Context: an optimization exercise on an open-source flow, tuned for small area. The choices shown serve that exercise and are no tape-out recipe. RTL that was checked went through simulation tests only; none was proved equivalent to the original. For runs 1 and 2, only the layout was checked, not whether the RTL still works.

--- flow/config.mk ---
export PLATFORM = sky130hd
export DESIGN_NAME = hall_tracker
export DESIGN_NICKNAME = hall_tracker
export VERILOG_FILES = /design/flow/design.v
export SDC_FILE = /design/flow/constraint.sdc
export NUM_CORES = 4
export LEC_CHECK = 0
export ABC_AREA = 1
export CAP_MARGIN = 20
export CORE_MARGIN = 2
export CORE_UTILIZATION = 40
export CTS_BUF_LIST = sky130_fd_sc_hd__clkbuf_8
export CTS_CLUSTER_DIAMETER = 50
export CTS_CLUSTER_SIZE = 20
export SLEW_MARGIN = 20
--- flow/constraint.sdc ---
create_clock -name core_clock -period 20.0 [get_ports {clk}]
set_input_delay 4.0000 -clock core_clock [delete_from_list [all_inputs] [get_ports {clk}]]
set_output_delay 4.0000 -clock core_clock [all_outputs]
set_load 0.01 [all_outputs]
--- flow/design.v ---
module hall_add #(
    parameter W = 32
) (
    input  wire [W-1:0] a,
    input  wire [W-1:0] b,
    input  wire         ci,
    output wire [W-1:0] s,
    output wire         co
);
    wire [W:0] c;
    assign c[0] = ci;
    genvar i;
    generate
        for (i = 0; i < W; i = i + 1) begin : g_bit
            assign s[i]   = a[i] ^ b[i] ^ c[i];
            assign c[i+1] = (a[i] & b[i]) | (c[i] & (a[i] ^ b[i]));
        end
    endgenerate
    assign co = c[W];
endmodule
module hall_tracker (
    input  wire        clk,
    input  wire        rst,
    input  wire        hdir,
    input  wire [10:0] hofs,
    input  wire [8:0]  spdto,
    input  wire [6:0]  invmax,
    input  wire [15:0] cpmm,
    input  wire        cmd_valid,
    output wire        cmd_ready,
    input  wire [1:0]  cmd_op,
    input  wire [31:0] cmd_tgate,
    input  wire [2:0]  cmd_hst,
    input  wire        cmd_ovf,
    input  wire [1:0]  cmd_ne,
    input  wire [31:0] cmd_ts0,
    input  wire [2:0]  cmd_st0,
    input  wire [31:0] cmd_ts1,
    input  wire [2:0]  cmd_st1,
    input  wire [31:0] cmd_delta,
    output reg  [2:0]  hstate,
    output reg  [2:0]  sector,
    output reg         still,
    output reg         dir,
    output reg  [1:0]  posq,
    output reg         hinv,
    output reg         hflt,
    output reg         hskip,
    output reg         spdsat,
    output reg         edgeovr,
    output reg         nots,
    output reg  [15:0] raw,
    output reg  [31:0] track,
    output reg  [31:0] pos,
    output reg  [15:0] spd,
    output reg  [15:0] v4,
    output reg  [31:0] edget,
    output wire [31:0] edgei,
    output reg  [10:0] elpos,
    output reg  [7:0]  frac,
    output reg  [7:0]  invcnt,
    output reg  [7:0]  skipcnt,
    output reg  [7:0]  ovrcnt,
    output reg  [7:0]  misscnt
);
    localparam OP_FRAME   = 2'd0;
    localparam OP_MISSED  = 2'd1;
    localparam OP_REHOME  = 2'd2;
    localparam [5:0] S_IDLE = 6'd0,
                     S_TO   = 6'd1,
                     S_REC  = 6'd2,
                     S_E1   = 6'd3,
                     S_E2   = 6'd4,
                     S_E3   = 6'd5,
                     S_SDIV = 6'd6,
                     S_SFIN = 6'd7,
                     S_POST = 6'd8,
                     S_SY1  = 6'd9,
                     S_SY2  = 6'd10,
                     S_SY3  = 6'd11,
                     S_FR0  = 6'd12,
                     S_FR1  = 6'd13,
                     S_FR2  = 6'd14,
                     S_FR3  = 6'd15,
                     S_FRD  = 6'd16,
                     S_D1   = 6'd17,
                     S_D2   = 6'd18,
                     S_D3   = 6'd19,
                     S_V1   = 6'd20,
                     S_V2   = 6'd21,
                     S_V3   = 6'd22,
                     S_V4   = 6'd23,
                     S_V5   = 6'd24,
                     S_V6   = 6'd25,
                     S_V7   = 6'd26,
                     S_V8   = 6'd27,
                     S_V9   = 6'd28,
                     S_P1   = 6'd29,
                     S_P2   = 6'd30,
                     S_P3   = 6'd31,
                     S_P4   = 6'd32,
                     S_P5   = 6'd33,
                     S_P6   = 6'd34,
                     S_P7   = 6'd35,
                     S_P8   = 6'd36,
                     S_RH   = 6'd37,
                     S_P9   = 6'd38,
                     S_VA   = 6'd39,
                     S_VB   = 6'd40,
                     S_CLR  = 6'd41,
                     S_RAW  = 6'd42,
                     S_PST2 = 6'd43;
    localparam [37:0] K1 = 38'd100000000000;    
    reg [5:0] st;
    reg [5:0] cnt;
    assign cmd_ready = (st == S_IDLE);
    wire   clr = (st == S_CLR);
    reg        missed;
    reg [31:0] yr;           
    reg [2:0]  st0r, st1r;
    reg [1:0]  ne_r;
    reg [1:0]  ri;
    reg        ref_ok, seen, lastpos, first, tlast_ok, hist_ok;
    reg [1:0]  nival;
    reg [25:0] ival0, ival1;
    reg        ez;           
    reg [7:0]  invrun;
    reg [3:0]  rs_cur;
    reg [1:0]  dw_cur;
    reg [3:0]  rs1, rs2, rs3;
    reg [1:0]  dw1, dw2, dw3;
    reg [8:0]  g0, g1, g2, g3;
    reg        inval_e, inval_l, neg_r, two_r, sat, q1b, dbsel, sgn, divgo, rnd;
    reg [15:0] ra;
    reg [31:0] rb;
    assign edgei = {6'd0, ival0 & {26{!ez}}};
    wire [25:0] acc = {v4, elpos[9:0]};
    function [3:0] sector_of;
        input [2:0] s;
        case (s)
            3'b001: sector_of = {1'b1, 3'd0};
            3'b011: sector_of = {1'b1, 3'd1};
            3'b010: sector_of = {1'b1, 3'd2};
            3'b110: sector_of = {1'b1, 3'd3};
            3'b100: sector_of = {1'b1, 3'd4};
            3'b101: sector_of = {1'b1, 3'd5};
            default: sector_of = 4'd0;
        endcase
    endfunction
    wire        rec_edge  = (ri < ne_r);
    wire [2:0]  rec_state = rec_edge ? (ri[0] ? st1r : st0r) : hstate;
    wire [3:0]  rec_dec   = sector_of(rec_state);
    wire        rec_valid = rec_dec[3];
    wire [2:0]  rec_sec   = rec_dec[2:0];
    wire [2:0]  rec_d     = (rec_sec >= sector) ? (rec_sec - sector)
                                                : (rec_sec + 3'd6 - sector);
    wire        rec_two   = (rec_d == 3'd2) || (rec_d == 3'd4);
    wire        rec_up    = (rec_d == 3'd1) || (rec_d == 3'd2);
    wire        rec_neg   = rec_up ? hdir : ~hdir;
    wire [3:0]  rec_cnt   = rec_neg ? (rec_two ? 4'hE : 4'hF) : (rec_two ? 4'd2 : 4'd1);
    wire        rec_count = rec_valid && ref_ok && (rec_d != 3'd0) && (rec_d != 3'd3);
    function [7:0] inc8;
        input [7:0] v;
        reg c;
        integer i;
        begin
            c = ~&v;
            for (i = 0; i < 8; i = i + 1) begin
                inc8[i] = v[i] ^ c;
                c = c & v[i];
            end
        end
    endfunction
    wire [7:0] inc_in = (st == S_IDLE) ? (cmd_op[0] ? misscnt : ovrcnt) :
                        (st == S_REC)  ? skipcnt :
                        (st == S_POST) ? invcnt : invrun;
    wire [7:0] inc_out = inc8(inc_in);
    function [5:0] inc6;
        input [5:0] v;
        reg c;
        integer i;
        begin
            c = 1'b1;
            for (i = 0; i < 6; i = i + 1) begin
                inc6[i] = v[i] ^ c;
                c = c & v[i];
            end
        end
    endfunction
    reg         sa_bit;
    wire [16:0] sa_num  = {ra, sa_bit};
    wire [16:0] sa_diff;
    wire        sa_ge;
    hall_add #(.W(17)) u_sa (.a(sa_num), .b(~{1'b0, cpmm}), .ci(1'b1), .s(sa_diff), .co(sa_ge));
    wire [15:0] sa_rem  = sa_ge ? sa_diff[15:0] : sa_num[15:0];
    wire [38:0] kv   = {K1, 1'b0};
    reg         kbit;
    integer     kk;
    always @* begin
        kbit = 1'b0;
        for (kk = 0; kk < 38; kk = kk + 1)
            if (cnt == kk) kbit = two_r ? kv[37 - kk] : kv[38 - kk];
    end
    localparam [3:0] A_ZERO = 4'd0, A_RB = 4'd1, A_RBSH = 4'd2, A_POS = 4'd3,
                     A_Y = 4'd4, A_ACC = 4'd5, A_CPMM = 4'd6, A_HI = 4'd7,
                     A_RAW = 4'd8, A_TRACK = 4'd9;
    localparam [3:0] B_ZERO = 4'd0, B_EDGET = 4'd1, B_DB = 4'd2, B_ASH2 = 4'd3,
                     B_RS = 4'd4, B_G0 = 4'd5, B_SPD = 4'd6, B_RA = 4'd7,
                     B_FRAC = 4'd8, B_HOFS = 4'd9, B_1536 = 4'd10, B_RB = 4'd11;
    reg  [3:0]  asel, bsel;
    reg         ginv, gcin;
    reg  [2:0]  hi3;
    reg         dbx;
    reg  [2:0]  rsel;
    reg  [3:0]  rsx;
    reg  [31:0] ga, gb;
    wire        asc  = !seen || (lastpos != hdir);
    wire [25:0] dbv  = (dbsel | dbx) ? ival1 : ival0;
    always @* begin
        case (rsel)
            3'd0: rsx = rs1;
            3'd1: rsx = rs2;
            3'd2: rsx = rs3;
            3'd3: rsx = rs_cur;
            default: rsx = neg_r ? (two_r ? 4'hE : 4'hF) : (two_r ? 4'd2 : 4'd1);
        endcase
    end
    always @* begin
        case (asel)
            A_RB:    ga = rb;
            A_RBSH:  ga = {rb[30:0], q1b};
            A_POS:   ga = pos;
            A_Y:     ga = yr;
            A_ACC:   ga = {6'd0, acc};
            A_CPMM:  ga = {16'd0, cpmm};
            A_HI:    ga = {21'd0, hi3, 8'd0};
            A_RAW:   ga = {16'd0, raw};
            A_TRACK: ga = track;
            default: ga = 32'd0;
        endcase
        case (bsel)
            B_EDGET: gb = edget;
            B_DB:    gb = {6'd0, dbv};
            B_ASH2:  gb = {ga[29:0], 2'b00};
            B_RS:    gb = {{28{rsx[3]}}, rsx};
            B_G0:    gb = {23'd0, g0};
            B_SPD:   gb = {16'd0, spd};
            B_RA:    gb = {16'd0, ra};
            B_FRAC:  gb = {24'd0, frac};
            B_HOFS:  gb = {21'd0, hofs};
            B_1536:  gb = 32'd1536;
            B_RB:    gb = rb;
            default: gb = 32'd0;
        endcase
    end
    wire [31:0] gout;
    wire        gco;
    hall_add #(.W(32)) u_ga (.a(ga), .b(gb ^ {32{ginv}}), .ci(gcin), .s(gout), .co(gco));
    wire        ovf_p = !ga[31] && !gb[31] &&  gout[31];
    wire        ovf_n =  ga[31] &&  gb[31] && !gout[31];
    wire [1:0]  dW = dw1 + dw2 + dw3 + dw_cur;
    wire [3:0]  rs_add;
    hall_add #(.W(4)) u_rs (.a(rs_cur), .b(rec_cnt), .ci(1'b0), .s(rs_add), .co());
    always @* begin
        asel = A_ZERO; bsel = B_ZERO; ginv = 1'b0; gcin = 1'b0;
        hi3 = 3'd0; rsel = 3'd4; dbx = 1'b0; sa_bit = 1'b0;
        case (st)
            S_TO:   begin asel = A_ACC; bsel = B_ASH2; end
            S_RAW:  begin asel = A_RAW; bsel = B_RS; end
            S_E1:   begin asel = ri[0] ? A_Y : A_RB; bsel = B_EDGET; ginv = 1'b1; gcin = 1'b1; end
            S_E2:   begin asel = A_ACC; bsel = B_RB; ginv = 1'b1; gcin = 1'b1; end
            S_E3:   begin asel = A_RB; bsel = B_EDGET; end
            S_SDIV: begin
                if (cnt != 6'd0) begin
                    asel = A_RBSH; bsel = B_DB; ginv = 1'b1; gcin = 1'b1;
                end
                sa_bit = kbit;
            end
            S_SFIN: begin bsel = B_SPD; ginv = neg_r; gcin = neg_r; end
            S_SY1:  begin asel = A_POS; bsel = B_EDGET; ginv = 1'b1; gcin = 1'b1; end
            S_SY2:  begin asel = A_ACC; bsel = B_RB; ginv = 1'b1; gcin = 1'b1; end
            S_SY3:  begin asel = A_TRACK; bsel = B_RS; rsel = 3'd3; end
            S_FR0:  begin bsel = B_DB; end
            S_FR1:  begin asel = A_RB; bsel = B_DB; dbx = 1'b1; ginv = 1'b1; gcin = 1'b1; end
            S_FR2:  begin asel = A_POS; bsel = B_DB; ginv = 1'b1; gcin = 1'b1; end
            S_FR3:  begin asel = A_POS; end
            S_FRD:  begin asel = A_RBSH; bsel = B_DB; ginv = 1'b1; gcin = 1'b1; end
            S_D1:   begin asel = A_HI; hi3 = sector + {2'd0, !asc}; bsel = B_HOFS; end
            S_D2:   begin asel = A_RB; bsel = B_FRAC; ginv = !asc; gcin = !asc; end
            S_D3:   begin asel = A_RB; bsel = B_1536; ginv = 1'b1; gcin = 1'b1; end
            S_V1:   begin bsel = B_RS; rsel = 3'd0; gcin = !lastpos; end
            S_V2:   begin asel = A_RB; bsel = B_RS; rsel = {1'b0, cnt[1:0]}; end
            S_VA:   begin asel = A_RB; bsel = B_FRAC; ginv = !lastpos; gcin = !lastpos; end
            S_VB:   begin asel = A_RB; bsel = B_G0; ginv = 1'b1; gcin = 1'b1; end
            S_V4:   begin bsel = B_RB; ginv = rb[31]; gcin = rb[31]; end
            S_V5:   begin asel = A_RB; bsel = B_ASH2; end
            S_V7:   begin sa_bit = rb[31]; end
            S_V8:   begin bsel = B_RB; ginv = neg_r; gcin = neg_r; end
            S_V9:   begin asel = A_HI; hi3 = {2'd0, !lastpos}; bsel = B_FRAC; ginv = !lastpos; gcin = !lastpos; end
            S_P1:   begin asel = A_TRACK; end
            S_P2:   begin sa_bit = pos[31] ^ sgn; end
            S_P3:   begin asel = sgn ? A_CPMM : A_ZERO; bsel = B_RA; ginv = sgn; end
            S_P4:   begin asel = A_RB; bsel = B_ASH2; end
            S_P5:   begin asel = A_POS; bsel = B_ASH2; end
            S_P7:   begin sa_bit = cnt[5] ? 1'b0 : rb[31]; end
            S_P8:   begin asel = A_POS; bsel = B_RB; gcin = rnd; end
            S_RH:   begin asel = A_TRACK; bsel = B_RB; end
            default: ;
        endcase
    end
    always @(posedge clk) begin
        if (rst) st <= S_CLR;
        else case (st)
            S_CLR:  st <= S_IDLE;
            S_IDLE: if (cmd_valid) begin
                case (cmd_op)
                    OP_FRAME, OP_MISSED: st <= S_TO;
                    OP_REHOME:           st <= S_RH;
                    default:             ;
                endcase
            end
            S_TO:   if (cnt == 6'd4) st <= missed ? S_SY1 : S_REC;
            S_REC:  if (rec_count) st <= S_RAW;
                    else if (ri == ne_r) st <= S_POST;
            S_RAW:  if (rec_edge) st <= S_E1;
                    else if (ri == ne_r) st <= S_POST;
                    else st <= S_REC;
            S_E1:   st <= S_E2;
            S_E2:   st <= S_E3;
            S_E3:   st <= divgo ? S_SDIV : S_REC;
            S_SDIV: if (cnt == 6'd38) st <= S_SFIN;
            S_SFIN: st <= S_REC;
            S_POST: st <= S_PST2;
            S_PST2: st <= S_SY1;
            S_SY1:  st <= S_SY2;
            S_SY2:  st <= S_SY3;
            S_SY3:  st <= S_FR0;
            S_FR0:  st <= (seen && !still && !nots && nival != 2'd0) ? S_FR1 : S_D1;
            S_FR1:  st <= S_FR2;
            S_FR2:  st <= gco ? S_D1 : S_FR3;
            S_FR3:  st <= S_FRD;
            S_FRD:  if (cnt == 6'd7) st <= S_D1;
            S_D1:   st <= S_D2;
            S_D2:   st <= S_D3;
            S_D3:   st <= S_V1;
            S_V1:   st <= hist_ok ? S_V2 : S_V9;
            S_V2:   if (cnt == 6'd3) st <= S_V3;
            S_V3:   if (cnt == 6'd7) st <= S_VA;
            S_VA:   st <= S_VB;
            S_VB:   st <= S_V4;
            S_V4:   st <= (still || dW != 2'd0) ? S_V9 : S_V5;
            S_V5:   if (cnt == 6'd6) st <= S_V6;
            S_V6:   if (cnt == 6'd2) st <= S_V7;
            S_V7:   if (cnt == 6'd27) st <= S_V8;
            S_V8:   st <= S_V9;
            S_V9:   if (hist_ok || cnt == 6'd3) st <= S_P1;
            S_P1:   st <= S_P2;
            S_P2:   if (cnt == 6'd31) st <= S_P3;
            S_P3:   st <= S_P4;
            S_P4:   if (cnt == 6'd2) st <= S_P5;
            S_P5:   if (cnt == 6'd2) st <= S_P6;
            S_P6:   if (cnt == 6'd2) st <= S_P7;
            S_P7:   if (cnt == 6'd34) st <= S_P9;
            S_P9:   st <= S_P8;
            S_P8:   st <= S_IDLE;
            S_RH:   st <= S_P1;
            default: st <= S_IDLE;
        endcase
    end
    always @(posedge clk) begin
        case (st)
            S_TO, S_SDIV, S_FRD, S_V2, S_V3, S_V5, S_V6, S_V7,
            S_P2, S_P4, S_P5, S_P6, S_P7: begin
                if ((st == S_TO   && cnt == 6'd4)  || (st == S_SDIV && cnt == 6'd38) ||
                    (st == S_FRD  && cnt == 6'd7)  || (st == S_V3  && cnt == 6'd7)  ||
                    (st == S_V2   && cnt == 6'd3)  ||
                    (st == S_V5   && cnt == 6'd6)  || (st == S_V6  && cnt == 6'd2)  ||
                    (st == S_V7   && cnt == 6'd27) || (st == S_P2  && cnt == 6'd31) ||
                    (st == S_P4   && cnt == 6'd2)  || (st == S_P5  && cnt == 6'd2)  ||
                    (st == S_P6   && cnt == 6'd2)  || (st == S_P7  && cnt == 6'd34))
                    cnt <= 6'd0;
                else
                    cnt <= inc6(cnt);
            end
            S_V1:   cnt <= {5'd0, hist_ok};
            S_V9:   cnt <= inc6(cnt);
            default: cnt <= 6'd0;
        endcase
    end
    always @(posedge clk) begin
        case (st)
            S_IDLE: if (cmd_valid) begin
                rb      <= (cmd_op == OP_REHOME) ? cmd_delta : cmd_ts0;
                yr      <= cmd_ts1;
                st0r    <= cmd_st0;
                st1r    <= cmd_st1;
                ne_r    <= (cmd_ne > 2'd2) ? 2'd2 : cmd_ne;
                ri      <= 2'd0;
                inval_e <= 1'b0;
                inval_l <= 1'b0;
                dbsel   <= 1'b0;
                missed  <= cmd_op[0];
                rs_cur  <= 4'd0;
            end
            S_REC: begin
                if (!rec_count) ri <= ri + 2'd1;
                if (!rec_valid) begin
                    if (rec_edge) inval_e <= 1'b1;
                    else          inval_l <= 1'b1;
                end
                if (rec_count) begin
                    rs_cur <= rs_add;
                    neg_r  <= rec_neg;
                    two_r  <= rec_two;
                end
            end
            S_RAW: if (!rec_edge) ri <= ri + 2'd1;
            S_E1: rb <= gout;                
            S_E2: begin
                divgo <= !(!tlast_ok || still || !gco || first);
                if (!(!tlast_ok || still || !gco || first)) begin
                    ival1 <= ival0;
                    ival0 <= rb[25:0];
                end
            end
            S_E3: begin
                ra  <= 16'd0;
                q1b <= 1'b0;
                sat <= 1'b0;
                if (!divgo) ri <= ri + 2'd1;
            end
            S_SDIV: begin
                if (cnt != 6'd38) begin
                    ra  <= sa_rem;
                    q1b <= sa_ge;
                end
                if (cnt == 6'd0)
                    rb <= gout;              
                else
                    rb <= gco ? gout : {rb[30:0], q1b};
                if (cnt != 6'd0 && gco && cnt <= 6'd23) sat <= 1'b1;
            end
            S_SFIN: ri <= ri + 2'd1;
            S_SY1:  rb <= gout;              
            S_SY3: begin
                if (ovf_n)      dw_cur <= dw_cur + 2'd1;
                else if (ovf_p) dw_cur <= dw_cur - 2'd1;
            end
            S_FR0:  rb <= gout;              
            S_FR1:  dbsel <= (nival == 2'd2) && !gco;
            S_FR3: begin
                rb  <= gout;
                q1b <= 1'b0;
            end
            S_FRD:  rb <= gco ? gout : {rb[30:0], 1'b0};
            S_V1: begin
                rb <= gout;
                if (!hist_ok) begin
                    rs_cur <= 4'd0;
                    dw_cur <= 2'd0;
                end
            end
            S_D1, S_D2, S_V2, S_VA, S_VB, S_V5, S_P3, S_P4: rb <= gout;
            S_V3:   rb <= {rb[30:0], 1'b0};
            S_V4: begin
                neg_r <= rb[31];
                rb    <= gout;
            end
            S_V6: begin
                rb <= {rb[30:0], 1'b0};
                ra <= 16'd0;
            end
            S_V7, S_P7: begin
                ra <= sa_rem;
                rb <= {rb[30:0], sa_ge};
            end
            S_V9: begin
                g0 <= g1; g1 <= g2; g2 <= g3;
                rs1 <= rs2; rs2 <= rs3; rs3 <= rs_cur;
                dw1 <= dw2; dw2 <= dw3; dw3 <= dw_cur;
                g3     <= gout[8:0];
                dw_cur <= 2'd0;
            end
            S_P1: begin
                sgn <= track[31];
                ra  <= 16'd0;
            end
            S_P2:   ra <= sa_rem;
            S_P6:   ra <= 16'd0;
            S_P9:   rnd <= sa_ge;            
            S_RH: begin
                if (ovf_n)      dw_cur <= dw_cur + 2'd1;
                else if (ovf_p) dw_cur <= dw_cur - 2'd1;
            end
            default: ;
        endcase
    end
    always @(posedge clk) begin
        case (st)
            S_CLR: begin
                hstate   <= 3'd0;  sector <= 3'd0; still <= 1'b1; dir <= 1'b0;
                posq     <= 2'd0;  hinv   <= 1'b0; hflt  <= 1'b0; hskip <= 1'b0;
                spdsat   <= 1'b0;  edgeovr <= 1'b0; nots <= 1'b0;
                raw      <= gout[15:0]; track <= gout; pos <= gout;
                spd      <= gout[15:0]; v4 <= gout[15:0];
                edget    <= gout;  ez <= 1'b1; elpos <= gout[10:0]; frac <= 8'd128;
                invcnt   <= 8'd0;  skipcnt <= 8'd0; ovrcnt <= 8'd0; misscnt <= 8'd0;
                ref_ok   <= 1'b0;  seen   <= 1'b0; lastpos <= 1'b1; first <= 1'b0;
                tlast_ok <= 1'b0;  hist_ok <= 1'b0; nival <= 2'd0;
                invrun   <= 8'd0;
            end
            S_IDLE: if (cmd_valid) begin
                case (cmd_op)
                OP_FRAME, OP_MISSED: begin
                    {hinv, hflt, hskip, spdsat, edgeovr} <= 5'd0;
                    pos <= cmd_tgate;
                    {v4, elpos[9:0]} <= {12'd0, spdto, 5'd0};
                    if (cmd_op == OP_FRAME) begin
                        hstate <= cmd_hst;
                        if (cmd_ovf) begin
                            edgeovr <= 1'b1;
                            ovrcnt  <= inc_out;
                        end
                    end else begin
                        misscnt <= inc_out;
                        nots    <= 1'b1;
                        first   <= 1'b1;
                    end
                end
                OP_REHOME: ;
                default: begin
                    ref_ok  <= 1'b0;
                    seen    <= 1'b0;
                    frac    <= 8'd128;
                    lastpos <= 1'b1;
                end
                endcase
            end
            S_TO: {v4, elpos[9:0]} <= gout[25:0];
            S_REC: begin
                if (!rec_valid) begin
                end else if (!ref_ok) begin
                    sector <= rec_sec;
                    ref_ok <= 1'b1;
                end else if (rec_d == 3'd3) begin
                    hskip   <= 1'b1;
                    skipcnt <= inc_out;
                    if (posq == 2'd2) posq <= 2'd1;
                    sector  <= rec_sec;
                    nots    <= 1'b1;
                    first   <= 1'b1;
                end else if (rec_d != 3'd0) begin
                    sector  <= rec_sec;
                    seen    <= 1'b1;
                    lastpos <= !rec_neg;
                    dir     <= rec_neg;
                    if (!rec_edge) begin
                        nots  <= 1'b1;
                        first <= 1'b1;
                    end
                end
            end
            S_E2: begin
                if (!tlast_ok || still || !gco) begin
                    spd   <= 16'd0;
                    ez    <= 1'b1;
                    nival <= 2'd0;
                    frac  <= 8'd0;
                end else if (first) begin
                    frac  <= 8'd0;
                    ez    <= 1'b1;
                end
                still    <= 1'b0;
                first    <= 1'b0;
                tlast_ok <= 1'b1;
            end
            S_RAW: raw <= gout[15:0];
            S_E3: edget <= gout;
            S_SDIV: if (cnt != 6'd0) spd <= {spd[14:0], gco};
            S_SFIN: begin
                if (sat) begin
                    spd    <= neg_r ? 16'h8001 : 16'h7FFF;
                    spdsat <= 1'b1;
                end else begin
                    spd    <= gout[15:0];
                end
                ez    <= 1'b0;
                nival <= {nival[1] | nival[0], ~nival[1] & ~nival[0]};
                nots  <= 1'b0;
            end
            S_POST: begin
                if (inval_e || inval_l) begin
                    hinv   <= 1'b1;
                    invcnt <= inc_out;
                end
            end
            S_PST2: begin
                if (inval_l) begin
                    invrun <= inc_out;
                    if (inc_out == {1'b0, invmax}) begin
                        hflt <= 1'b1;
                        if (posq == 2'd2) posq <= 2'd1;
                    end
                end else begin
                    invrun <= 8'd0;
                end
            end
            S_SY1: pos <= gout;              
            S_SY2: if (tlast_ok && !still && !gco) begin
                still <= 1'b1;
                spd   <= 16'd0;
            end
            S_SY3: track <= gout;
            S_FR0: if (seen && !still && !nots && nival == 2'd0) frac <= 8'd0;
            S_FR2: if (gco) frac <= 8'd255;
            S_FRD: frac <= {frac[6:0], gco};
            S_D3:  elpos <= gco ? gout[10:0] : rb[10:0];
            S_V1:  if (!hist_ok) v4 <= 16'd0;
            S_V4:  if (still)
                       v4 <= 16'd0;
                   else if (dW != 2'd0)
                       v4 <= (dW == 2'd3 || (dW == 2'd2 && !rb[31])) ? 16'h8001 : 16'h7FFF;
            S_V8:  if (|rb[27:15])
                       v4 <= neg_r ? 16'h8001 : 16'h7FFF;
                   else
                       v4 <= gout[15:0];
            S_V9:  if (hist_ok || cnt == 6'd3) hist_ok <= 1'b1;
            S_P1:  pos <= gout;              
            S_P2:  pos <= {pos[30:0], sa_ge ^ sgn};
            S_P5:  pos <= gout;
            S_P6:  pos <= {pos[30:0], 1'b0};
            S_P8:  pos <= gout;
            S_RH: begin
                track <= gout;
                posq  <= 2'd2;
            end
            default: ;
        endcase
    end
endmodule
--- flow/flow/run.sh ---
#!/bin/bash
# Standard layout, with plain buf_1 cells as the port buffers.
set -euo pipefail
export BUFFER_PORTS_ARGS="-buffer_cell sky130_fd_sc_hd__buf_1"
bash standard.sh > standard.log 2>&1
--- flow/standard.sh ---
#!/bin/bash
# synth_recipe.tcl (not shown) runs the flow's synth.tcl, then flattens the netlist and writes it again
# the make line also repeats each setting of config.mk as NAME=value (left out here)
make -C /OpenROAD-flow-scripts/flow DESIGN_CONFIG=/design/flow/config.mk WORK_HOME=/design/flow/orfs CLKGATE_MAP_FILE= SYNTH_SCRIPT=/design/flow/synth_recipe.tcl "${@:-finish}"
==> summary.txt, run 1 <==
- Area inside the core boundary: 61,940 um^2
- Final Hold Slack: 0.4199 ns
- Number of standard-cell rows in the floorplan: 91
- Detail-routed via count per cell: 6.074
- Pin count of the biggest net entering global routing: 58
- CP Class: in -> reg
- I/O pin total: 433
- First DRT Iteration DRCs: 3,976
- Most used cells in the layout excluding fill and tap cells: nand2_1 (704), edfxtp_1 (441), buf_1 (426)
- Setup violations, final: 0
- Fin. max-slew vios: 0
- Transition at the pin with the smallest max-transition slack: 1.207 ns
- Post-synth ARST share: 0%
- Number of global-route vias before repair: 22,960
- Required @ worst endpoint: 20.56 ns
- Uppermost layer routed: met4
- Share of layout cells above drive strength 1: 8.287%
- Leading cell types by total area after synthesis: edfxtp_1 (53%), nand2_1 (11%), nor2_1 (4.3%), fa_1 (4.1%), inv_1 (4.0%)
- Layout Cell Area excl Fill: 29,540 um^2
- Number of setup buffers added after CTS: 0
- Total DRC errors in the routed layout: 0
- Hold crit path type: reg -> reg
- # port buffers: 426
- Post-synthesis sequential area ratio: 53.56%
- Count of unique library cells instantiated by Yosys: 61
- Portion of synthesized cell area occupied by the leading cell type: 52.60%
- Worst clock skew on the final layout: 0.07071 ns
- Signal arrival time at the worst endpoint: 19.88 ns
- R2r setup slk: 2.02 ns
- Detail Placement HPWL: 94.29 mm
- Number of H-tree levels: 2
- Met3 Wirelength: 17.87 mm
- Final Routed Wirelength: 121.9 mm
- Antenna violations before repair: 4
- Kind of end point of the critical path: flip-flop
- Initial Utilization: 40.65%
- Number of nets in the layout: 3,448
- Maximum fanout along the worst path: 31
- Detailed-routing wirelength on met1: 48.36 mm
- Hold-fix buffer count after cts: 0
- Hold Vio Cnt, Final: 0
- Most frequent cell on the critical path: fa_2
- Tmin final: 19.33 ns
- Met2 Wirelength: 51.42 mm
- Finished Core Util: 47.70%
- Max incr delay on CP: 0.47 ns
- GRT Util Overall: 36.55%
- Highest Clock Rate: 51.74 MHz
- Signed area change from the synthesized netlist to the final layout: 17.35%
- Height of the die: 254.9 um
- Run status: finished clean
- Total via count after detailed routing: 24,750
- Placement-stage cell area: 28,110 um^2
- Routed wirelength normalized by instance count: 29.91 um
- CTS tree: done
- Maximum number of buffers from clock root to sink: 3
- Final worst-path cycle share: 96.64%
- Slowest cell on the critical path: fa_1
- Mapped Cells: 2,720
- Clk pin slew, worst setup/hold paths: 0.09 ns
- Overflow left after global routing: 0
- RSZ-0062 raised after global routing: no
- Register bit count reported by yosys: 453
- Antenna viol nets, final: 0
- Worst-skew pair later-pin latency: 0.75 ns
- Clock sinks: 453
- Die width: 254.9 um
- Max-Slew Margin vs Limit: 19.52%
- Resized cells post-CTS: 0
- Most used flip-flop cell after synthesis: edfxtp_1
- Commonest non-fill, non-tap cell in the layout: nand2_1
- Synthesis Warnings: 1
- Fin Setup TNS: 0 ns
- First-pass GRT wire length: 167.2 mm
- Max Cap Viol: 0
- Die footprint: 64,960 um^2
- Root buffer selected by CTS: clkbuf_8
- Type of element launching the critical path: input pin
- Average size of a mapped cell: 9.256 um^2
- Number of flops mapped to enable cells by yosys: 441
- Placer Congestion: 1.040
- Count of TritonRoute iterations in the first routing pass: 9
- Number of buffers inserted during clock tree synthesis: 60
- Cell accounting for the most synthesized area: edfxtp_1
- Syn Std Cell Area: 25,180 um^2
==> final cells by class <==
class | count | area, um^2
clock inverters | 52 | 546.8
flip-flops and latches | 453 | 13480
diodes | 4 | 10.01
repair buffers | 513 | 2313
well taps | 837 | 1047
multi-input cells | 1871 | 10220
clock buffers | 62 | 853.3
inverters | 283 | 1066
fillers | 6150 | 32400
==> state kept, by name (all words and copies together), names as in the netlist, 9 cells and up <==
register,count
pos,32
elpos,11
rb,32
track,32
v4,16
spd,16
g1,9
ra,16
ival0,26
yr,32
g0,9
g3,9
g2,9
edget,32
ival1,26
raw,16
==> routing by layer <==
layer  global-route usage [%]  up-vias
met5                        0        -
li1                         -    10420
met2                    52.86     2006
met3                    10.77      273
met1                    52.54    12060
met4                    11.71        0
==> final timing paths <==
path / depth (start not counted) / startpoint / to
max: 53 / hdir / rb[10]$_DFFE_PP_
min: 0 / g1[3]$_DFFE_PN_ / g0[3]$_DFFE_PN_
max reg2reg: 55 / st[2]$_SDFFE_PP0P_ / rb[10]$_DFFE_PP_
min reg2reg: 0 / g1[3]$_DFFE_PN_ / g0[3]$_DFFE_PN_
==> stage by stage <==
| step | setup slack [ns] | cells |
|---|---|---|
| floorplan | 0.01184 | 2725 |
| global placement | -0.1294 | 3957 |
| detailed placement | -0.2771 | 3957 |
| CTS | 0.3969 | 4071 |
| global route | 0.02157 | 4075 |
| finish | 0.6716 | 4075 |
==> critical path: cells and delay by family <==
kind / cells / cell delay, ns
adder cells (fa/ha/maj): 32 / 13.37
AND/OR/NAND/NOR: 7 / 0.64
buffers and inverters: 11 / 1.36
AO/OA/AOI/OAI: 3 / 0.51
==> Yosys cell counts (9+ instances only) <==
| master | count |
|---|---|
| a211oi_1 | 11 |
| a21oi_1 | 96 |
| a221oi_1 | 15 |
| a22oi_1 | 51 |
| a31oi_1 | 36 |
| a32oi_1 | 15 |
| buf_2 | 14 |
| buf_4 | 13 |
| clkbuf_1 | 88 |
| dfxtp_1 | 12 |
| edfxtp_1 | 441 |
| fa_1 | 51 |
| ha_1 | 26 |
| inv_1 | 270 |
| nand2_1 | 705 |
| nand2_2 | 9 |
| nand3_1 | 135 |
| nand4_1 | 52 |
| nor2_1 | 291 |
| nor3_1 | 42 |
| nor4_1 | 13 |
| o211ai_1 | 51 |
| o21ai_0 | 125 |
| o221ai_1 | 17 |
| o22ai_1 | 12 |
| o311ai_0 | 9 |
| xnor2_1 | 13 |
| xor2_1 | 14 |
==> cell families after synthesis <==
| family | after synthesis | share of synthesized area [%] |
|---|---|---|
| flops | 453 | 53.56 |
| buf+inv | 401 | 6.272 |
| mux | 6 | 0.2386 |
| xor+xnor | 28 | 1.004 |
| compound gates | 482 | 12.45 |
| other cells | 1 | 0.01490 |
| fa+ha+maj | 77 | 5.348 |
| simple gates | 1272 | 21.11 |
==> run 2: changes to the inputs <==
--- a/flow/config.mk
+++ b/flow/config.mk
@@ -10,6 +10,6 @@
 export CORE_MARGIN = 2
 export CORE_UTILIZATION = 40
-export CTS_BUF_LIST = sky130_fd_sc_hd__clkbuf_8
-export CTS_CLUSTER_DIAMETER = 50
-export CTS_CLUSTER_SIZE = 20
+export CTS_BUF_LIST = sky130_fd_sc_hd__clkbuf_16
+export CTS_CLUSTER_DIAMETER = 60
+export CTS_CLUSTER_SIZE = 30
 export SLEW_MARGIN = 20
==> summary.txt, run 2 <==
- Portion of synthesized cell area occupied by the leading cell type: 52.60%
- Signal arrival time at the worst endpoint: 19.66 ns
- GRT Util Overall: 36.48%
- Combined area of the multi-input logic cells: 10,230 um^2
- Pin count of the biggest net entering global routing: 58
- Total DRC errors in the routed layout: 0
- Required @ worst endpoint: 20.31 ns
- Total via count after detailed routing: 24,750
- Number of standard-cell rows in the floorplan: 91
- Die footprint: 64,960 um^2
- Worst clock skew on the final layout: 0.04657 ns
- I/O pin total: 433
- Post-synth ARST share: 0%
- Number of buffers inserted during clock tree synthesis: 44
- Kind of end point of the critical path: flip-flop
- Leading cell types by total area after synthesis: edfxtp_1 (53%), nand2_1 (11%), nor2_1 (4.3%), fa_1 (4.1%), inv_1 (4.0%)
- Hold crit path type: reg -> reg
- Root buffer selected by CTS: clkbuf_16
- Overflow left after global routing: 0
- Post-synthesis sequential area ratio: 53.56%
- Fin. max-slew vios: 0
- Number of flops mapped to enable cells by yosys: 441
- Fin Setup TNS: 0 ns
- Most instantiated cells after synthesis: nand2_1 (705), edfxtp_1 (441), nor2_1 (291)
- Maximum fanout along the worst path: 31
- Most frequent cell on the critical path: fa_2
- Routed wirelength normalized by instance count: 30.03 um
- Clock sinks: 453
- Maximum number of buffers from clock root to sink: 3
- CTS tree: done
- Worst-skew pair later-pin latency: 0.62 ns
- Detail-routed via count per cell: 6.116
- Area inside the core boundary: 61,940 um^2
- Final worst-path cycle share: 96.76%
- Layout filler cell count: 6,080
- Final Routed Wirelength: 121.5 mm
- Run status: finished clean
- Hold Vio Cnt, Final: 0
- Antenna violations before repair: 4
- Count of TritonRoute iterations in the first routing pass: 8
- Type of element launching the critical path: input pin
- Initial Utilization: 40.65%
- Synthesis Warnings: 1
- Clk pin slew, worst setup/hold paths: 0.07 ns
- # port buffers: 426
- Cell accounting for the most synthesized area: edfxtp_1
- Commonest non-fill, non-tap cell in the layout: nand2_1
- Highest Clock Rate: 51.68 MHz
- Share of layout cells above drive strength 1: 7.589%
- First-pass GRT wire length: 166.7 mm
- Slowest cell on the critical path: fa_1
- Sequential cell area in the final layout: 13,480 um^2
- Most frequently used cell type in the post-synthesis netlist: nand2_1
- Critical path buffers and inverters: 10
- Dominant delay contributor by cell family on the critical path: adder cells
- Mapped Cells: 2,720
- Height of the die: 254.9 um
- Number of H-tree levels: 2
- Setup violations, final: 0
- Number of global-route vias before repair: 22,860
- Die width: 254.9 um
- Max incr delay on CP: 0.47 ns
- Signed area change from the synthesized netlist to the final layout: 18.28%
- Register bit count reported by yosys: 453
- Most used cells in the layout excluding fill and tap cells: nand2_1 (704), edfxtp_1 (441), buf_1 (426)
- Final Hold Slack: 0.4204 ns
- CP Class: in -> reg
- First DRT Iteration DRCs: 3,852
- Average size of a mapped cell: 9.256 um^2
- Syn Std Cell Area: 25,180 um^2
- Max Cap Viol: 0
- Detail Placement HPWL: 94.29 mm
- R2r setup slk: 2.07 ns
- Most used flip-flop cell after synthesis: edfxtp_1
- Antenna viol nets, final: 0
- Placer Congestion: 1.040
- Tmin final: 19.35 ns
- RSZ-0062 raised after global routing: no
- Transition at the pin with the smallest max-transition slack: 1.147 ns
- Number of nets in the layout: 3,432
- Max-Slew Margin vs Limit: 23.56%
- Count of unique library cells instantiated by Yosys: 61
-- run 2: final timing paths --
| kind | start | endpoint | cells past startpoint |
|---|---|---|---|
| max | hdir | spd[9]$_DFFE_PP_ | 52 |
| min | g1[0]$_DFFE_PN_ | g0[0]$_DFFE_PN_ | 0 |
| max reg2reg | st[2]$_SDFFE_PP0P_ | spd[9]$_DFFE_PP_ | 54 |
| min reg2reg | g1[0]$_DFFE_PN_ | g0[0]$_DFFE_PN_ | 0 |
-- run 2: cells by family (layout without fill, tap and decap cells) --
logic type / Yosys count / after routing / synth area share (%)
simple gates: 1272 / 1272 / 21.11
compound gates: 482 / 482 / 12.45
flops: 453 / 453 / 53.56
buf+inv: 401 / 878 / 6.272
fa+ha+maj: 77 / 77 / 5.348
xor+xnor: 28 / 28 / 1.004
mux: 6 / 6 / 0.2386
other cells: 1 / 13 / 0.01490
-- run 2: per-stage QoR --
step	setup slack (ns)	cells	cell area [um^2]	utilization, %
6_report	0.6486	4046	29780	48.07
5_1_grt	0.02865	4039	29760	48.05
4_1_cts	0.2891	4039	29720	47.99
3_5_place_dp	-0.2771	3957	28110	45.38
3_3_place_gp	-0.1294	3957	28110	45.38
2_1_floorplan	0.01184	2725	25260	-
-- run 2: what timing repair did --
| action | CTS | global route |
|---|---|---|
| hold buffers | 0 | 0 |
| buffers inserted | 0 | 0 |
| setup endpoints to repair | 0 | 128 |
| resized for setup | 0 | 12 |
-- run 2: layer usage --
| layer | global-route usage [%] | vias to the layer above | wire length [um] |
|---|---|---|---|
| li1 | - | 10370 | - |
| met1 | 52.45 | 12130 | 48310 |
| met2 | 52.34 | 1999 | 51370 |
| met3 | 11.35 | 249 | 17640 |
| met4 | 11.58 | 0 | 4162 |
| met5 | 0 | - | 0 |
-- run 2: cell type report --
class	instances	share of cell area (%)
diodes	7	0.05883
well taps	837	3.517
repair buffers	513	7.782
clock buffers	45	3.782
clock inverters	37	1.651
multi-input cells	1871	34.35
inverters	283	3.580
flip-flops and latches	453	45.28
-- run 2: worst reg2reg max path, delay by kind of cell (launching register included) --
kind,cells,cell delay (ns)
flops,1,0.40
buf+inv,8,1.24
compound gates,1,0.34
fa+ha+maj,32,13.28
simple gates,13,2.44
==> run 3: changes to the inputs <==
--- a/flow/design.v
+++ b/flow/design.v
@@ -135,5 +135,5 @@
     reg [31:0] rb;
     assign edgei = {6'd0, ival0 & {26{!ez}}};
-    wire [25:0] acc = {v4, elpos[9:0]};
+    wire [25:0] acc = {elpos[9:0], v4};
     function [3:0] sector_of;
         input [2:0] s;
@@ -515,5 +515,5 @@
                     {hinv, hflt, hskip, spdsat, edgeovr} <= 5'd0;
                     pos <= cmd_tgate;
-                    {v4, elpos[9:0]} <= {12'd0, spdto, 5'd0};
+                    {elpos[9:0], v4} <= {12'd0, spdto, 5'd0};
                     if (cmd_op == OP_FRAME) begin
                         hstate <= cmd_hst;
@@ -537,5 +537,5 @@
                 endcase
             end
-            S_TO: {v4, elpos[9:0]} <= gout[25:0];
+            S_TO: {elpos[9:0], v4} <= gout[25:0];
             S_REC: begin
                 if (!rec_valid) begin
--- a/flow/config.mk
+++ b/flow/config.mk
@@ -10,6 +10,6 @@
 export CORE_MARGIN = 2
 export CORE_UTILIZATION = 40
-export CTS_BUF_LIST = sky130_fd_sc_hd__clkbuf_16
-export CTS_CLUSTER_DIAMETER = 60
-export CTS_CLUSTER_SIZE = 30
+export CTS_BUF_LIST = sky130_fd_sc_hd__clkbuf_8
+export CTS_CLUSTER_DIAMETER = 50
+export CTS_CLUSTER_SIZE = 20
 export SLEW_MARGIN = 20
==> summary.txt, run 3 <==
- # port buffers: 426
- Initial Utilization: 40.58%
- Max incr delay on CP: 0.47 ns
- Register bit count reported by yosys: 453
- Leading cell types by total area after synthesis: edfxtp_1 (53%), nand2_1 (9.6%), fa_1 (4.1%), inv_1 (4.0%), nor2_1 (3.9%)
- Maximum fanout along the worst path: 8
- Syn Std Cell Area: 25,140 um^2
- Highest Clock Rate: 51.74 MHz
- Type of element launching the critical path: input pin
- Final Hold Slack: 0.4098 ns
- Antenna violations before repair: 6
- Post-synth ARST share: 0%
- Area inside the core boundary: 61,940 um^2
- Maximum number of buffers from clock root to sink: 3
- Count of TritonRoute iterations in the first routing pass: 6
- Fin Setup TNS: 0 ns
- Number of H-tree levels: 2
- Register-to-Register Path Depth: 52
- Post-route non-filler standard cell count: 4,006
- Pin count of the biggest net entering global routing: 52
- Number of cells traversed by the worst hold path: 0
- Clk pin slew, worst setup/hold paths: 0.10 ns
- Signal arrival time at the worst endpoint: 19.77 ns
- Portion of synthesized cell area occupied by the leading cell type: 52.68%
- Kind of end point of the critical path: flip-flop
- Placer Congestion: 0.9969
- Post-synthesis sequential area ratio: 53.64%
- Height of the die: 254.7 um
- Number of standard-cell rows in the floorplan: 91
- Hold Vio Cnt, Final: 0
- Slowest cell on the critical path: fa_1
- Detail-routed via count per cell: 5.955
- Signed area change from the synthesized netlist to the final layout: 17.44%
- Total DRC errors in the routed layout: 0
- Worst-skew pair later-pin latency: 0.73 ns
- First DRT Iteration DRCs: 3,457
- CP Class: in -> reg
- Overflow left after global routing: 0
- Die width: 254.7 um
- Number of flops mapped to enable cells by yosys: 441
- CTS tree: done
- Clock sinks: 453
- Mapped Cells: 2,661
- Critical R2R Launch: st[4]$_SDFFE_PP0P_
- Most instantiated cells after synthesis: nand2_1 (646), edfxtp_1 (441), inv_1 (269)
- Synthesis Warnings: 1
- Run status: finished clean
- Most used cells in the layout excluding fill and tap cells: nand2_1 (646), edfxtp_1 (441), buf_1 (426)
- Hold-fix buffer count after cts: 0
- First-pass GRT wire length: 163.0 mm
- Final Routed Wirelength: 117.2 mm
- Number of global-route vias before repair: 22,660
- Antenna viol nets, final: 0
- Capturing point of the worst reg2reg path: spd[0]$_DFFE_PP_
- Count of unique library cells instantiated by Yosys: 64
- Transition at the pin with the smallest max-transition slack: 1.185 ns
- Root buffer selected by CTS: clkbuf_8
- I/O pin total: 433
- Max Cap Viol: 0
- Worst hold endpoint: g1[1]$_DFFE_PN_
- R2r setup slk: 2.13 ns
- Average size of a mapped cell: 9.446 um^2
- Final worst-path cycle share: 96.64%
- Die footprint: 64,860 um^2
- Most frequently used cell type in the post-synthesis netlist: nand2_1
- Commonest non-fill, non-tap cell in the layout: nand2_1
- Fin. max-slew vios: 0
- Worst clock skew on the final layout: 0.04278 ns
- Number of buffers inserted during clock tree synthesis: 58
- Detail Placement HPWL: 90.72 mm
- RSZ-0062 raised after global routing: no
- Routed wirelength normalized by instance count: 29.27 um
- GRT Util Overall: 35.39%
- Finished Core Util: 47.66%
- Cell accounting for the most synthesized area: edfxtp_1
- Hold crit path type: reg -> reg
- Total via count after detailed routing: 23,860
- Number of cells in the design after placement: 3,893
- Share of layout cells above drive strength 1: 8.368%
- Required @ worst endpoint: 20.44 ns
- Most used flip-flop cell after synthesis: edfxtp_1
- Critical hold path startpoint: g2[1]$_DFFE_PN_
- Tmin final: 19.33 ns
- Setup violations, final: 0
- Most frequent cell on the critical path: fa_1
- Number of nets in the layout: 3,385
- Max-Slew Margin vs Limit: 20.26%
run 3: changes by cell type in the layout (fill, tap and decap cells not counted), moves of 29 or more:
cell,delta
a31oi_1,-29
a41oi_1,+32
clkbuf_16,-44
clkbuf_8,+59
nand2_1,-58
nor2_1,-29
run 3: through the flow:
| stage | worst slack (ns) | instance area [um^2] |
|---|---|---|
| 3_3_place_gp | -0.2398 | 28020 |
| 2_1_floorplan | 0.003020 | 25180 |
| 4_1_cts | 0.3866 | 29450 |
| 6_report | 0.6722 | 29520 |
| 5_1_grt | 0.02004 | 29520 |
| 3_5_place_dp | -0.3134 | 28020 |
run 3: kinds of logic after synthesis:
| kind of cell | synth area share [%] |
|---|---|
| simple gates | 20.76 |
| compound gates | 12.33 |
| flops | 53.64 |
| buf+inv | 6.336 |
| fa+ha+maj | 5.356 |
| xor+xnor | 1.324 |
| mux | 0.2389 |
| other cells | 0.01492 |
run 3: what timing repair did:
item,in CTS,in global routing
setup endpoints to repair,0,120
gates resized for setup,0,8
buffers inserted,0,2
run 3: metal layers:
metal  up-vias  share of wire, %  track usage, %
li1      10210                 -               -
met2      1613                42           51.02
met5         -             0.028               0
met4         6               3.4           10.99
met1     11790                41           50.90
met3       235                13           10.74
run 3: layout make-up:
type | count | area (um^2)
sequential | 453 | 13480
clock inverter | 49 | 623.1
multi-input combinational | 1811 | 10160
fill | 6085 | 32420
clock buffer | 59 | 812.0
inverter | 284 | 1069
tap | 837 | 1047
timing repair buffer | 511 | 2321
antenna | 2 | 5.005
run 3: worst max path at each step:
stage / depth (start not counted) / startpoint / slack (ns) / end
final: 53 / hdir / 0.67 / spd[0]$_DFFE_PP_
after global routing: 53 / hdir / 0.02 / spd[0]$_DFFE_PP_
after CTS: 50 / hdir / 0.39 / rb[28]$_DFFE_PP_
after detailed placement: 50 / hdir / -0.31 / rb[28]$_DFFE_PP_
after global placement: 52 / hdir / -0.24 / spd[10]$_DFFE_PP_
after floorplan: 47 / hdir / 0.003 / spd[0]$_DFFE_PP_
run 3: critical path, delay by kind of cell:
kind | cells | cell delay, ns
AOI/OAI and AO/OA | 3 | 0.46
adders and majority gates | 32 | 13.30
buffers and inverters | 11 | 1.24
xor gates and xnor gates | 1 | 0.20
and+or+nand+nor | 6 | 0.55
==> run 4: changes to the inputs <==
--- a/flow/design.v
+++ b/flow/design.v
@@ -203,5 +203,5 @@
     end
     localparam [3:0] A_ZERO = 4'd0, A_RB = 4'd1, A_RBSH = 4'd2, A_POS = 4'd3,
-                     A_Y = 4'd4, A_ACC = 4'd5, A_CPMM = 4'd6, A_HI = 4'd7,
+                     A_Y = 4'd4, A_ACC = 4'd5, A_CPMM = 4'd6, A_HI = 4'd7, A_LP = 4'd11,
                      A_RAW = 4'd8, A_TRACK = 4'd9;
     localparam [3:0] B_ZERO = 4'd0, B_EDGET = 4'd1, B_DB = 4'd2, B_ASH2 = 4'd3,
@@ -214,4 +214,6 @@
     reg  [2:0]  rsel;
     reg  [3:0]  rsx;
+    wire [2:0]  rsa = rsx[3] ? (3'd0 - rsx[2:0]) : rsx[2:0];
+    wire        rsn = rsx[3];
     reg  [31:0] ga, gb;
     wire        asc  = !seen || (lastpos != hdir);
@@ -235,4 +237,5 @@
             A_CPMM:  ga = {16'd0, cpmm};
             A_HI:    ga = {21'd0, hi3, 8'd0};
+            A_LP:    ga = {31'd0, !lastpos};
             A_RAW:   ga = {16'd0, raw};
             A_TRACK: ga = track;
@@ -243,5 +246,5 @@
             B_DB:    gb = {6'd0, dbv};
             B_ASH2:  gb = {ga[29:0], 2'b00};
-            B_RS:    gb = {{28{rsx[3]}}, rsx};
+            B_RS:    gb = {29'd0, rsa};          
             B_G0:    gb = {23'd0, g0};
             B_SPD:   gb = {16'd0, spd};
@@ -257,6 +260,6 @@
     wire        gco;
     hall_add #(.W(32)) u_ga (.a(ga), .b(gb ^ {32{ginv}}), .ci(gcin), .s(gout), .co(gco));
-    wire        ovf_p = !ga[31] && !gb[31] &&  gout[31];
-    wire        ovf_n =  ga[31] &&  gb[31] && !gout[31];
+    wire        ovf_p = !ga[31] && !(gb[31] ^ ginv) &&  gout[31];
+    wire        ovf_n =  ga[31] &&  (gb[31] ^ ginv) && !gout[31];
     wire [1:0]  dW = dw1 + dw2 + dw3 + dw_cur;
     wire [3:0]  rs_add;
@@ -267,5 +270,5 @@
         case (st)
             S_TO:   begin asel = A_ACC; bsel = B_ASH2; end
-            S_RAW:  begin asel = A_RAW; bsel = B_RS; end
+            S_RAW:  begin asel = A_RAW; bsel = B_RS; ginv = rsn; gcin = rsn; end
             S_E1:   begin asel = ri[0] ? A_Y : A_RB; bsel = B_EDGET; ginv = 1'b1; gcin = 1'b1; end
             S_E2:   begin asel = A_ACC; bsel = B_RB; ginv = 1'b1; gcin = 1'b1; end
@@ -280,5 +283,5 @@
             S_SY1:  begin asel = A_POS; bsel = B_EDGET; ginv = 1'b1; gcin = 1'b1; end
             S_SY2:  begin asel = A_ACC; bsel = B_RB; ginv = 1'b1; gcin = 1'b1; end
-            S_SY3:  begin asel = A_TRACK; bsel = B_RS; rsel = 3'd3; end
+            S_SY3:  begin asel = A_TRACK; bsel = B_RS; rsel = 3'd3; ginv = rsn; gcin = rsn; end
             S_FR0:  begin bsel = B_DB; end
             S_FR1:  begin asel = A_RB; bsel = B_DB; dbx = 1'b1; ginv = 1'b1; gcin = 1'b1; end
@@ -289,6 +292,6 @@
             S_D2:   begin asel = A_RB; bsel = B_FRAC; ginv = !asc; gcin = !asc; end
             S_D3:   begin asel = A_RB; bsel = B_1536; ginv = 1'b1; gcin = 1'b1; end
-            S_V1:   begin bsel = B_RS; rsel = 3'd0; gcin = !lastpos; end
-            S_V2:   begin asel = A_RB; bsel = B_RS; rsel = {1'b0, cnt[1:0]}; end
+            S_V1:   begin asel = A_LP; bsel = B_RS; rsel = 3'd0; ginv = rsn; gcin = rsn; end
+            S_V2:   begin asel = A_RB; bsel = B_RS; rsel = {1'b0, cnt[1:0]}; ginv = rsn; gcin = rsn; end
             S_VA:   begin asel = A_RB; bsel = B_FRAC; ginv = !lastpos; gcin = !lastpos; end
             S_VB:   begin asel = A_RB; bsel = B_G0; ginv = 1'b1; gcin = 1'b1; end
--- a/flow/config.mk
+++ b/flow/config.mk
@@ -13,3 +13,4 @@
 export CTS_CLUSTER_DIAMETER = 50
 export CTS_CLUSTER_SIZE = 20
+export GPL_TIMING_DRIVEN = 0
 export SLEW_MARGIN = 20
==> summary.txt, run 4 <==
- Type of element launching the critical path: input pin
- First-pass GRT wire length: 162.6 mm
- Most frequent cell on the critical path: fa_2
- Hold crit path type: reg -> reg
- Highest Clock Rate: 51.18 MHz
- Setup ws final: 0.4605 ns
- Slowest cell on the critical path: fa_1
- Detail Placement HPWL: 93.96 mm
- Number of H-tree levels: 2
- CP Class: in -> reg
- Height of the die: 254.2 um
- Synthesis Warnings: 1
- Run status: finished clean
- Most used flip-flop cell after synthesis: edfxtp_1
- Clock sinks: 453
- Mapped Cells: 2,681
- Total via count after detailed routing: 23,960
- Overflow left after global routing: 0
- Leading cell types by total area after synthesis: edfxtp_1 (53%), nand2_1 (10%), inv_1 (4.2%), fa_1 (4.1%), nor2_1 (3.9%)
- Critical hold path startpoint: g3[1]$_DFFE_PN_
- Share of layout cells above drive strength 1: 7.512%
- RSZ-0062 raised after global routing: no
- Required @ worst endpoint: 20.46 ns
- I/O pin total: 433
- Syn Std Cell Area: 25,050 um^2
- Most used cells in the layout excluding fill and tap cells: nand2_1 (686), edfxtp_1 (441), buf_1 (432)
- Final Routed Wirelength: 117.7 mm
- Setup violations, final: 0
- Register-to-Register Path Depth: 54
- Capturing point of the worst reg2reg path: spd[14]$_DFFE_PP_
- Count of unique library cells instantiated by Yosys: 60
- Tmin final: 19.54 ns
- Max incr delay on CP: 0.47 ns
- Worst clock skew on the final layout: 0.05962 ns
- Clk pin slew, worst setup/hold paths: 0.09 ns
- Signal arrival time at the worst endpoint: 20.00 ns
- Area inside the core boundary: 61,830 um^2
- Total DRC errors in the routed layout: 0
- Detail-routed via count per cell: 5.882
- Initial Utilization: 40.51%
- Signed area change from the synthesized netlist to the final layout: 17.84%
- Fin. max-slew vios: 0
- Most instantiated cells after synthesis: nand2_1 (689), edfxtp_1 (441), inv_1 (278)
- Worst setup timing slack at the placement stage: -1.870 ns
- Hold Vio Cnt, Final: 0
- Most frequently used cell type in the post-synthesis netlist: nand2_1
- Post-synthesis sequential area ratio: 53.83%
- CTS tree: done
- Number of flops mapped to enable cells by yosys: 441
- First DRT Iteration DRCs: 3,396
- Portion of synthesized cell area occupied by the leading cell type: 52.88%
- Number of nets in the layout: 3,458
- Cell accounting for the most synthesized area: edfxtp_1
- Critical R2R Launch: st[4]$_SDFFE_PP0P_
- Die width: 254.2 um
- Final worst-path cycle share: 97.70%
- Number of cells traversed by the worst hold path: 0
- Antenna violations before repair: 7
- GRT Util Overall: 35.68%
- Kind of end point of the critical path: flip-flop
- Placer Congestion: 1.029
- Average size of a mapped cell: 9.342 um^2
- Commonest non-fill, non-tap cell in the layout: nand2_1
- Transition at the pin with the smallest max-transition slack: 1.137 ns
- Final Hold Slack: 0.4198 ns
- Count of TritonRoute iterations in the first routing pass: 9
- Number of standard-cell rows in the floorplan: 91
- Hold-fix buffer count after cts: 0
- Max-Slew Margin vs Limit: 23.90%
- # port buffers: 426
- Worst-skew pair later-pin latency: 0.74 ns
- Antenna viol nets, final: 0
- Register bit count reported by yosys: 453
- Number of global-route vias before repair: 22,590
- Post-synth ARST share: 0%
- Number of gates on the worst path with buffers counted: 51
- Die footprint: 64,630 um^2
- Critical path buffers and inverters: 10
- Maximum number of buffers from clock root to sink: 3
- Pin count of the biggest net entering global routing: 53
- R2r setup slk: 1.40 ns
- Routed wirelength normalized by instance count: 28.90 um
- Number of buffers inserted during clock tree synthesis: 55
- Root buffer selected by CTS: clkbuf_8
- Maximum fanout along the worst path: 7
- Worst hold endpoint: g2[1]$_DFFE_PN_
- Dominant delay contributor by cell family on the critical path: adder cells
- Max Cap Viol: 0
run 4: repair_timing:
action                     CTS  global route
gates cloned                 0             1
hold endpoints to repair     0             0
buffers inserted             7             1
gates resized for setup     13            12
setup endpoints to repair  138           129
pin swaps                    5             2
run 4: metal layers:
metal	vias to the layer above	share of wire [%]	global-route usage [%]
li1	10320	-	-
met1	11700	40	49.58
met2	1690	43	52.38
met3	237	14	12.33
met4	8	3.3	10.97
met5	-	0.042	0
run 4: logic make-up after synthesis:
kind of cell | after synthesis | share of synthesized area (%)
XOR/XNOR | 34 | 1.189
AND/OR/NAND/NOR | 1243 | 20.99
buffers and inverters | 413 | 6.430
multiplexers | 5 | 0.1998
other | 1 | 0.01497
flip-flops | 453 | 53.83
adder cells (fa/ha/maj) | 80 | 5.525
AO/OA/AOI/OAI | 452 | 11.82
run 4: stage by stage:
step | utilization [%] | TNS [ns] | instance area (um^2) | cells
final | 47.74 | 0 | 29510 | 4073
after floorplan | - | 0 | 25140 | 2686
after global routing | 47.74 | 0 | 29510 | 4073
after global placement | 44.94 | -191.48 | 27780 | 3949
after detailed placement | 45.31 | -184.88 | 28010 | 3960
after CTS | 47.63 | 0 | 29450 | 4070
run 4: how the worst max path moves through the flow:
stage	startpoint	endpoint	slack (ns)
3_5_place_dp	hdir	spd[12]$_DFFE_PP_	-1.87
6_report	hdir	spd[14]$_DFFE_PP_	0.46
4_1_cts	hdir	rb[21]$_DFFE_PP_	0.02
5_1_grt	hdir	spd[10]$_DFFE_PP_	0.02
3_3_place_gp	hdir	spd[12]$_DFFE_PP_	-1.87
2_1_floorplan	hdir	spd[0]$_DFFE_PP_	0.003
run 4: final cells by class:
type / count / area, um^2
fill: 6017 / 32310
antenna: 1 / 2.502
multi-input combinational: 1820 / 10110
buffer: 112 / 506.7
clock inverter: 48 / 575.6
tap: 837 / 1047
timing repair buffer: 446 / 1894
sequential: 453 / 13480
clock buffer: 55 / 757.0
inverter: 301 / 1135
==> run 5: changes to the inputs <==
--- a/flow/config.mk
+++ b/flow/config.mk
@@ -6,5 +6,5 @@
 export NUM_CORES = 4
 export LEC_CHECK = 0
-export ABC_AREA = 1
+export ABC_AREA = 0
 export CAP_MARGIN = 20
 export CORE_MARGIN = 2
@@ -13,4 +13,3 @@
 export CTS_CLUSTER_DIAMETER = 50
 export CTS_CLUSTER_SIZE = 20
-export GPL_TIMING_DRIVEN = 0
 export SLEW_MARGIN = 20
==> summary.txt, run 5 <==
- Pin count of the biggest net entering global routing: 66
- Count of TritonRoute iterations in the first routing pass: 12
- Run status: finished clean
- Post-synth ARST share: 0%
- Total via count after detailed routing: 22,110
- Final Hold Slack: 0.4137 ns
- Most used flip-flop cell after synthesis: edfxtp_1
- Resized cells post-CTS: 0
- Placement-stage cell area: 27,700 um^2
- Clock sinks: 453
- Slowest cell on the critical path: fa_1
- Share of layout cells above drive strength 1: 10.90%
- Number of nets in the layout: 2,881
- Initial Utilization: 40.45%
- Most frequently used cell type in the post-synthesis netlist: edfxtp_1
- Antenna violations before repair: 5
- Count of unique library cells instantiated by Yosys: 92
- Portion of synthesized cell area occupied by the leading cell type: 53.06%
- Largest family of logic cells by synthesized area: compound AO/OA/AOI/OAI gates
- Maximum number of buffers from clock root to sink: 3
- CP Class: in -> reg
- Placer Congestion: 0.9939
- Syn Std Cell Area: 24,960 um^2
- RSZ-0062 raised after global routing: no
- First-pass GRT wire length: 148.7 mm
- Signal arrival time at the worst endpoint: 19.92 ns
- Final worst-path cycle share: 97.64%
- Height of the die: 253.8 um
- Antenna viol nets, final: 0
- Number of H-tree levels: 2
- # port buffers: 426
- GRT Util Overall: 31.92%
- Leading cell types by total area after synthesis: edfxtp_1 (53%), nand2_1 (4.5%), fa_1 (4.1%), a221oi_1 (2.5%), a22oi_1 (2.5%)
- Xor and xnor fraction of the mapped netlist area: 2.476%
- Fin Setup TNS: 0 ns
- Most used cells in the layout excluding fill and tap cells: edfxtp_1 (441), buf_1 (426), nand2_1 (299)
- Detail-routed via count per cell: 6.318
- Post-synthesis compound-gate area fraction: 18.51%
- Number of buffers inserted during clock tree synthesis: 57
- Highest Clock Rate: 51.21 MHz
- Required @ worst endpoint: 20.39 ns
- Area share of and/or/nand/nor cells after synthesis: 13.22%
- Routed wirelength normalized by instance count: 30.43 um
- First DRT Iteration DRCs: 3,317
- Mapped Cells: 2,200
- Worst-skew pair later-pin latency: 0.74 ns
- Layout Cell Area excl Fill: 29,350 um^2
- Setup ws final: 0.4718 ns
- Final Routed Wirelength: 106.5 mm
- Area inside the core boundary: 61,710 um^2
- Hold crit path type: reg -> reg
- Commonest non-fill, non-tap cell in the layout: edfxtp_1
- Number of standard-cell rows in the floorplan: 91
- Maximum fanout along the worst path: 7
- I/O pin total: 433
- Fraction of synthesized area in multiplexers: 2.120%
- Die width: 253.8 um
- Type of element launching the critical path: input pin
- Die footprint: 64,410 um^2
- Hold-fix buffer count after cts: 0
- Critical path buffers and inverters: 6
- Layout filler cell count: 5,807
- Most frequent cell on the critical path: fa_2
- Detail Placement HPWL: 78.08 mm
- Number of setup buffers added after CTS: 0
- Worst setup timing slack at the placement stage: -0.3705 ns
- Total DRC errors in the routed layout: 0
- Most instantiated cells after synthesis: edfxtp_1 (441), nand2_1 (300), nor2_1 (118)
- Number of global-route vias before repair: 21,310
- Max Cap Viol: 0
- CTS tree: done
- Number of flops mapped to enable cells by yosys: 441
- Clk pin slew, worst setup/hold paths: 0.09 ns
- Hold Vio Cnt, Final: 0
- Post-synthesis sequential area ratio: 54.02%
- Dominant delay contributor by cell family on the critical path: adder cells
- Worst clock skew on the final layout: 0.08738 ns
- Synthesis Warnings: 1
- Root buffer selected by CTS: clkbuf_8
- Setup violations, final: 0
- Average size of a mapped cell: 11.35 um^2
- Max-Slew Margin vs Limit: 25.02%
- Max incr delay on CP: 0.48 ns
- Overflow left after global routing: 0
- Fin. max-slew vios: 0
- Signed area change from the synthesized netlist to the final layout: 17.59%
- Adder-cell share of the synthesized area: 5.544%
- Register bit count reported by yosys: 453
- Tmin final: 19.53 ns
- Transition at the pin with the smallest max-transition slack: 1.121 ns
- Cell accounting for the most synthesized area: edfxtp_1
- Kind of end point of the critical path: flip-flop
==> run 5: final timing paths <==
kind | startpoint | to | slack (ns) | cells past startpoint
max | hdir | rb[24]$_DFFE_PP_ | 0.47 | 49
min | g1[4]$_DFFE_PN_ | g0[4]$_DFFE_PN_ | 0.41 | 0
max reg2reg | st[3]$_SDFFE_PP1P_ | rb[24]$_DFFE_PP_ | 1.91 | 52
min reg2reg | g1[4]$_DFFE_PN_ | g0[4]$_DFFE_PN_ | 0.41 | 0
==> run 5: cell type report <==
cell class	instances	area [um^2]	area share [%]
Sequential cell	453	13490	45.95
Multi-Input combinational cell	1518	10790	36.76
Timing Repair Buffer	514	2349	8.002
Tap cell	837	1047	3.568
Clock buffer	58	798.3	2.720
Clock inverter	49	615.6	2.097
Inverter	68	257.7	0.8782
Antenna cell	3	7.507	0.02558
==> run 5: layer usage <==
layer / track usage [%] / vias up / routed length, um
met3: 8.440 / 267 / 12970
li1: - / 9276 / -
met5: 0 / - / 13
met2: 48.38 / 1675 / 47780
met4: 15.98 / 2 / 5595
met1: 42.26 / 10890 / 40130
==> run 5: cell families (layout without fill, tap and decap cells) <==
family | Yosys count | in the layout
AOI/OAI and AO/OA | 623 | 623
buffers and inverters | 234 | 689
xor gates and xnor gates | 69 | 69
DFF | 453 | 453
other | 1 | 9
and+or+nand+nor | 688 | 688
adders and majority gates | 80 | 80
muxes | 52 | 52
==> run 5: metrics by stage <==
step	instances	util, %
floorplan	2205	-
global placement	3386	44.89
detailed placement	3386	44.89
CTS	3493	47.18
global route	3498	47.55
finish	3500	47.56
==> run 5: worst register-to-register path, delay by kind of cell, from the launching register on <==
| family | cells | cell delay, ns |
|---|---|---|
| buf+inv | 6 | 0.90 |
| simple gates | 4 | 1.02 |
| flops | 1 | 0.79 |
| fa+ha+maj | 32 | 13.04 |
| compound gates | 9 | 1.84 |
| xor+xnor | 1 | 0.18 |

==> port drivers added, routing unchanged <==
How much do the figures lean on ideal ports? The routed layouts below were timed once more, with nothing changed but the port constraints. Step 1 sets driving cells, clkbuf_16 on the clock port and buf_2 on the other inputs (assumed; they add their load-dependent delay and slew). Step 2 adds t to the input delays and takes it off the output delays; t is the mean of the earliest and latest rising clock arrival at the registers after step 1. Input paths then give back, and output paths get back, about the clock's delay inside the block. Slacks: ideal / step 1 / step 2; pairs: ideal / step 1.
| run | shift t [ns] | setup WS [ns] | worst setup path after step 2 | clock arrival spread, ns | worst slew at a driven data input, ns |
|---|---|---|---|---|---|
| run 1 | 0.780 | 0.672 / 0.676 / -0.105 | input to register | 0.071 / 0.071 | 0.06 |
| run 2 | 0.666 | 0.649 / 0.648 / -0.018 | input to register | 0.046 / 0.046 | 0.06 |
| run 3 | 0.762 | 0.672 / 0.701 / -0.062 | input to register | 0.043 / 0.043 | 0.06 |
| run 4 | 0.772 | 0.460 / 0.494 / -0.279 | input to register | 0.060 / 0.059 | 0.07 |
| run 5 | 0.756 | 0.472 / 0.505 / -0.251 | input to register | 0.087 / 0.088 | 0.08 |
Met with ideal ports but missed after step 2: setup timing in every run listed. The setup slack of run 1, which loses most, moves by +0.004 ns with the drivers and by -0.777 ns with both steps.
